Background: an optimization exercise with open tools, aiming at small area, a short achievable clock period and few clock cycles per item. Do not read the settings as production practice.
The RTL was checked by simulation tests, not by an equivalence proof against the original design.

== alpha ==
Design aes_core, start of the top module:
module aes_core (
    input  wire         clk,
    input  wire         rst,         
    input  wire         in_valid,
    output wire         in_ready,
    input  wire         in_aes256,   
    input  wire [255:0] in_key,
    input  wire [127:0] in_block,
    output wire         out_valid,
    input  wire         out_ready,
    output wire [127:0] out_block
);
    reg          rdy;            
    reg          rdy_o;          
    reg          ov;             
    reg  [127:0] ob;
    reg  [127:0] X;              
    reg  [255:0] KX;             
    reg          xv;             
    reg          x256;
    reg  [3:0]   xr;             
    reg          xh;             
    reg          xw;             
    reg  [127:0] PU;             
    reg  [159:0] PM;             
    reg  [255:0] KP;
    reg  [39:0]  KPM;
    reg          pv;
    reg          p256;
    reg  [3:0]   pr;
    reg          ph;
    reg          pw;
    reg          pl;             
    reg          prot;           
    reg  [7:0]   prc;            
    assign in_ready  = rdy_o;
    assign out_valid = ov;
    assign out_block = ob;
    genvar i, c, k;
    wire [159:0] pm_d;
    generate
        for (i = 0; i < 16; i = i + 1) begin : g_s1
            aes_sbox_p1 u_sb1 (.a(X[127 - 8*i -: 8]), .m(pm_d[159 - 10*i -: 10]));
        end
    endgenerate
    wire [31:0] ksub_x = KX[31:0];
    wire [39:0] kpm_d;
    generate
        for (i = 0; i < 4; i = i + 1) begin : g_k1
            aes_sbox_p1 u_kb1 (.a(ksub_x[31 - 8*i -: 8]), .m(kpm_d[39 - 10*i -: 10]));
        end
    endgenerate
    wire [7:0] sb [0:15];
    wire [127:0] sr;             
    generate
        for (i = 0; i < 16; i = i + 1) begin : g_s2
            aes_sbox_p2 u_sb2 (.a(PU[127 - 8*i -: 8]), .m(PM[159 - 10*i -: 10]), .y(sb[i]));
        end
        for (c = 0; c < 4; c = c + 1) begin : g_sr
            assign sr[127 - 32*c      -: 8] = sb[((c + 0) % 4) * 4 + 0];
  ...
clock: 8.5 ns
lec_check: 0
cap_margin: 20
core_margin: 2
core_utilization: 50
place_density: 0.6
setup_slack_margin: 5.0
slew_margin: 20
synth_hierarchical: 1
synth_minimum_keep_size: 0
tns_end_percent: 5
standard.sh (not shown) runs the stock make flow with config.mk's settings and CLKGATE_MAP_FILE= SYNTH_SCRIPT=/design/flow/synth_recipe.tcl, a recipe that flattens the netlist after the stock synthesis.
==> flow/flow/run.sh <==
#!/bin/bash
set -euo pipefail
bash standard.sh "BUFFER_PORTS_ARGS=-buffer_cell sky130_fd_sc_hd__buf_2" "SETUP_SLACK_MARGIN=5.6" finish > flow_make.log 2>&1
alpha: all stages complete, timing, DRC and antenna checks passed
Testbench counts of alpha, summed over its fixed seeds: cycles 23,660, blocks 1,920.
What beta does differently from alpha at the input level:
==> flow/flow/run.sh <==
#!/bin/bash
set -euo pipefail
bash standard.sh "BUFFER_PORTS_ARGS=-buffer_cell sky130_fd_sc_hd__buf_2" "SETUP_SLACK_MARGIN=5.3" finish > flow_make.log 2>&1
-- flow/config.mk --
<<< alpha, line 8
export CAP_MARGIN = 20
export CORE_MARGIN = 2
export CORE_UTILIZATION = 50
export PLACE_DENSITY = 0.6
export SETUP_SLACK_MARGIN = 5.0
export SLEW_MARGIN = 20
>>> beta, line 8
export CAP_MARGIN = 20
export CORE_MARGIN = 2
export CORE_UTILIZATION = 40
export PLACE_DENSITY = 0.5
export SETUP_SLACK_MARGIN = 5.0
export SLEW_MARGIN = 20
Findings:
beta finished end to end and its layout was clean on timing, DRC and antenna.
When beta is measured against alpha, its die area turns out 34000 sq um higher.
Compared with alpha, beta ends up with less cell area.
[compare] base=alpha new=beta: minimum period implied by the final worst setup slack higher, total wire length after detailed routing higher, multi-input logic portion of the cell area lower.
## Diff of input files: gamma against beta
-- flow/config.mk --
<<< beta, line 8
export CAP_MARGIN = 20
export CORE_MARGIN = 2
export CORE_UTILIZATION = 40
export PLACE_DENSITY = 0.5
export SETUP_SLACK_MARGIN = 5.0
export SLEW_MARGIN = 20
>>> gamma, line 8
export CAP_MARGIN = 20
export CORE_MARGIN = 2
export CORE_UTILIZATION = 50
export CTS_BUF_LIST = sky130_fd_sc_hd__clkbuf_4 sky130_fd_sc_hd__clkbuf_8
export PLACE_DENSITY = 0.6
export SETUP_SLACK_MARGIN = 5.0
export SLEW_MARGIN = 20
--- outcome ---
Number of diodes added for antenna fixing: gamma < beta
Setup slack: gamma less than beta
As of gamma, count of clock-buffer cells in the layout had risen by more than half compared to beta.
From beta to gamma the numbers moved as follows: overall fraction of global-route tracks in use climbed 5.3 points, final area decreased about 0.4%, routed wire length now sits lower.
What delta does differently from gamma at the input level:
==> flow/config.mk <==
export PLATFORM = sky130hd
export DESIGN_NAME = aes_core
export DESIGN_NICKNAME = aes_core
export VERILOG_FILES = /design/flow/design.v
export SDC_FILE = /design/flow/constraint.sdc
export NUM_CORES = 4
export LEC_CHECK = 0
export CAP_MARGIN = 20
export CORE_MARGIN = 2
export CORE_UTILIZATION = 50
export PLACE_DENSITY = 0.6
export SETUP_SLACK_MARGIN = 5.0
export SLEW_MARGIN = 20
export SYNTH_HIERARCHICAL = 1
export SYNTH_MINIMUM_KEEP_SIZE = 0
export TNS_END_PERCENT = 20
Notes after the runs:
- From gamma to delta the numbers moved as follows: number of post-CTS setup repair buffers shows an increase of 92.
- delta ended up with a higher met2 layer usage reported by global route than gamma did.
- Compared with gamma, delta shows a global-route wire length before repair that is about 1.8% higher.
diff inputs: delta => epsilon
-- flow/config.mk --
<<< delta, line 14
export SYNTH_HIERARCHICAL = 1
export SYNTH_MINIMUM_KEEP_SIZE = 0
export TNS_END_PERCENT = 20
>>> epsilon, line 14
export SYNTH_HIERARCHICAL = 1
export SYNTH_MINIMUM_KEEP_SIZE = 0
export TNS_END_PERCENT = 5
Findings:
- epsilon: layout clock buffer count is 5.3% lower than what delta reported.
- Routed length on met1 of epsilon falls short of that of delta by a few percent.
- Across both runs, required time at the worst-slack endpoint was lower for epsilon than for delta.

## before
aes_core again, from the RTL that the note above started with.
clock: 8.5 ns
lec_check: 0
cap_margin: 20
core_margin: 2
core_utilization: 50
place_density: 0.6
setup_slack_margin: 5.0
slew_margin: 20
synth_hierarchical: 1
synth_minimum_keep_size: 0
tns_end_percent: 1
==> flow/flow/run.sh <==
#!/bin/bash
set -euo pipefail
bash standard.sh "BUFFER_PORTS_ARGS=-buffer_cell sky130_fd_sc_hd__buf_2" "SETUP_SLACK_MARGIN=5.3" finish > flow_make.log 2>&1
Having completed the whole flow, before delivered a layout that passed the timing, DRC and antenna checks.
Testbench counts of before, summed over its fixed seeds: cycles 23,660, blocks 1,920.
For after, these inputs were changed with respect to before:
-- flow/config.mk --
<<< before, line 10
export CORE_UTILIZATION = 50
export PLACE_DENSITY = 0.6
export SETUP_SLACK_MARGIN = 5.0
>>> after, line 10
export CORE_UTILIZATION = 50
export PLACE_DENSITY = 0.7
export SETUP_SLACK_MARGIN = 5.0
<<< before, line 15
export SYNTH_MINIMUM_KEEP_SIZE = 0
export TNS_END_PERCENT = 1
>>> after, line 15
export SYNTH_MINIMUM_KEEP_SIZE = 0
export TNS_END_PERCENT = 5
### Flow results
after went all the way through synthesis, placement and routing and the layout is clean on timing, DRC and antenna.
A last element of the critical path of X[13]$_DFF_P_ is what after shows, while X[90]$_DFF_P_ belongs to before.
Comparing after and before, the higher worst hold slack was measured on before.
Per the comparison of after with before, final setup slack of the worst path went up; latest clock arrival within the worst-skew pair comparable.

Setup of red:
Another version of the RTL of aes_core (not shown whole).
Size in the first run: roughly 6,800 cells after synthesis, ~1,000 flip-flops, ~64,000 um^2 of cells after synthesis.
==> flow/config.mk <==
export PLATFORM = sky130hd
export DESIGN_NAME = aes_core
export DESIGN_NICKNAME = aes_core
export VERILOG_FILES = /design/flow/design.v
export SDC_FILE = /design/flow/constraint.sdc
export NUM_CORES = 4
export LEC_CHECK = 0
export CAP_MARGIN = 20
export CORE_MARGIN = 2
export CORE_UTILIZATION = 20
export PLACE_DENSITY = 0.3
export SETUP_SLACK_MARGIN = 5.0
export SLEW_MARGIN = 20
export SYNTH_HIERARCHICAL = 1
export SYNTH_MINIMUM_KEEP_SIZE = 0
==> flow/constraint.sdc <==
create_clock -name core_clock -period 8.5 [get_ports {clk}]
set_input_delay 1.7000 -clock core_clock [delete_from_list [all_inputs] [get_ports {clk}]]
set_output_delay 1.7000 -clock core_clock [all_outputs]
set_load 0.01 [all_outputs]
run.sh (not shown) runs the stock make flow with config.mk's settings and CLKGATE_MAP_FILE= SYNTH_SCRIPT=/design/flow/synth_recipe.tcl, a recipe that flattens the netlist after the stock synthesis.
Stock flow here: none of the scripts above is used.
red closes out successfully: all stages finished, all timing, DRC and antenna checks passed.
Testbench counts of red, summed over its fixed seeds: cycles 23,660, blocks 1,920.
Input-level comparison between blue and red:
- swapping 0.3 for 0.6 in PLACE_DENSITY
- swapping 20 for 50 in CORE_UTILIZATION
==> comparison <==
red → blue: detailed route wirelength on metal2 went down by about 22%; highest attainable clock frequency now sits lower; maximum number of pins on one net before global-route repair went up 30%; final area lost about 7%.
Compared to red, blue shows a narrower setup margin.
Compared with red, blue improves half-perimeter wire length after detailed placement.
Final cell count without fillers was higher in red than in blue.

Another version of the RTL of aes_core (not shown whole).
Size in the first run: roughly 7700 cells after synthesis, roughly 1100 flip-flops.
==> flow/design.v (excerpt) <==
module aes_core (
    input  wire         clk,
    input  wire         rst,         
    input  wire         in_valid,
    output wire         in_ready,
    input  wire         in_aes256,   
    input  wire [255:0] in_key,
    input  wire [127:0] in_block,
    output wire         out_valid,
    input  wire         out_ready,
    output wire [127:0] out_block
);
Settings: LEC_CHECK=0, CAP_MARGIN=20, CORE_MARGIN=2, CORE_UTILIZATION=60, PLACE_DENSITY=0.7, SETUP_SLACK_MARGIN=5.0, SLEW_MARGIN=20, SYNTH_HIERARCHICAL=1, SYNTH_MINIMUM_KEEP_SIZE=0, TNS_END_PERCENT=5; clock period 8.5 ns.
standard.sh (not shown) runs the stock make flow with config.mk's settings and CLKGATE_MAP_FILE= SYNTH_SCRIPT=/design/flow/synth_recipe.tcl, a recipe that flattens the netlist after the stock synthesis.
==> flow/flow/run.sh <==
#!/bin/bash
set -euo pipefail
bash standard.sh "BUFFER_PORTS_ARGS=-buffer_cell sky130_fd_sc_hd__buf_2" finish > flow_make.log 2>&1
Testbench counts at the start, summed over its fixed seeds: cycles 23,660, blocks 1,920.
==> next run, changes <==
- CORE_UTILIZATION: 60 -> 50
- PLACE_DENSITY: 0.7 -> 0.6
The changed run completed with no timing, DRC or antenna violations.
Cell count went up by 3.6%.
Setup slack improves by 0.18 ns.
Clock-buffer cell count came out higher by 22.
Core utilization decreases by 10 points.
Register-to-register slack is better by 0.18 ns.
Non-clock buffer count came out higher by 54.
Clock skew hardly moves.
Global-route usage went down by 6.1 points.

[what the ideal ports hide]
Ports are ideal in the flow. The routed layouts listed here were re-timed in OpenROAD. Step 1 (the two cells are an assumption about what drives the block):
set clk [get_ports {clk}]
set_driving_cell -lib_cell sky130_fd_sc_hd__clkbuf_16 $clk
set_driving_cell -lib_cell sky130_fd_sc_hd__buf_2 [delete_from_list [all_inputs] $clk]
Step 2 moves the port delays by t, midway between the first and last clock arrival at a register: inputs arrive t later, outputs are due t later. That takes back most of the time a late clock gives input paths. Slacks: ideal / step 1 / step 2; pairs: ideal / step 1.
run	t (ns)	setup WS [ns]	slew at the worst register clock pin (ns)	worst slew at a driven data input, ns	cell pins on the clock port's net
alpha	0.857	5.209 / 5.209 / 4.977	0.07 / 0.07	0.09	1
beta	0.853	5.119 / 5.119 / 5.119	0.07 / 0.07	0.07	1
gamma	1.000	5.108 / 5.037 / 5.112	0.07 / 0.07	0.08	1
delta	0.841	5.067 / 5.067 / 5.067	0.07 / 0.07	0.09	1
epsilon	0.849	5.165 / 5.165 / 5.068	0.07 / 0.07	0.08	1
before	0.857	5.063 / 5.063 / 5.063	0.07 / 0.07	0.10	1
after	0.843	5.079 / 5.079 / 5.079	0.07 / 0.07	0.06	1
red	0.929	4.550 / 4.550 / 4.550	0.07 / 0.07	0.11	1
blue	0.852	4.252 / 4.252 / 4.252	0.08 / 0.08	0.12	1
the first run of note 4	0.806	4.737 / 4.737 / 4.737	0.07 / 0.07	0.07	1
the second run of note 4	0.861	4.919 / 4.919 / 4.919	0.06 / 0.06	0.06	1
After both steps every run listed still meets setup and hold. The setup slack of alpha, which loses most, moves by 0.000 ns with the drivers and by -0.232 ns with both steps.
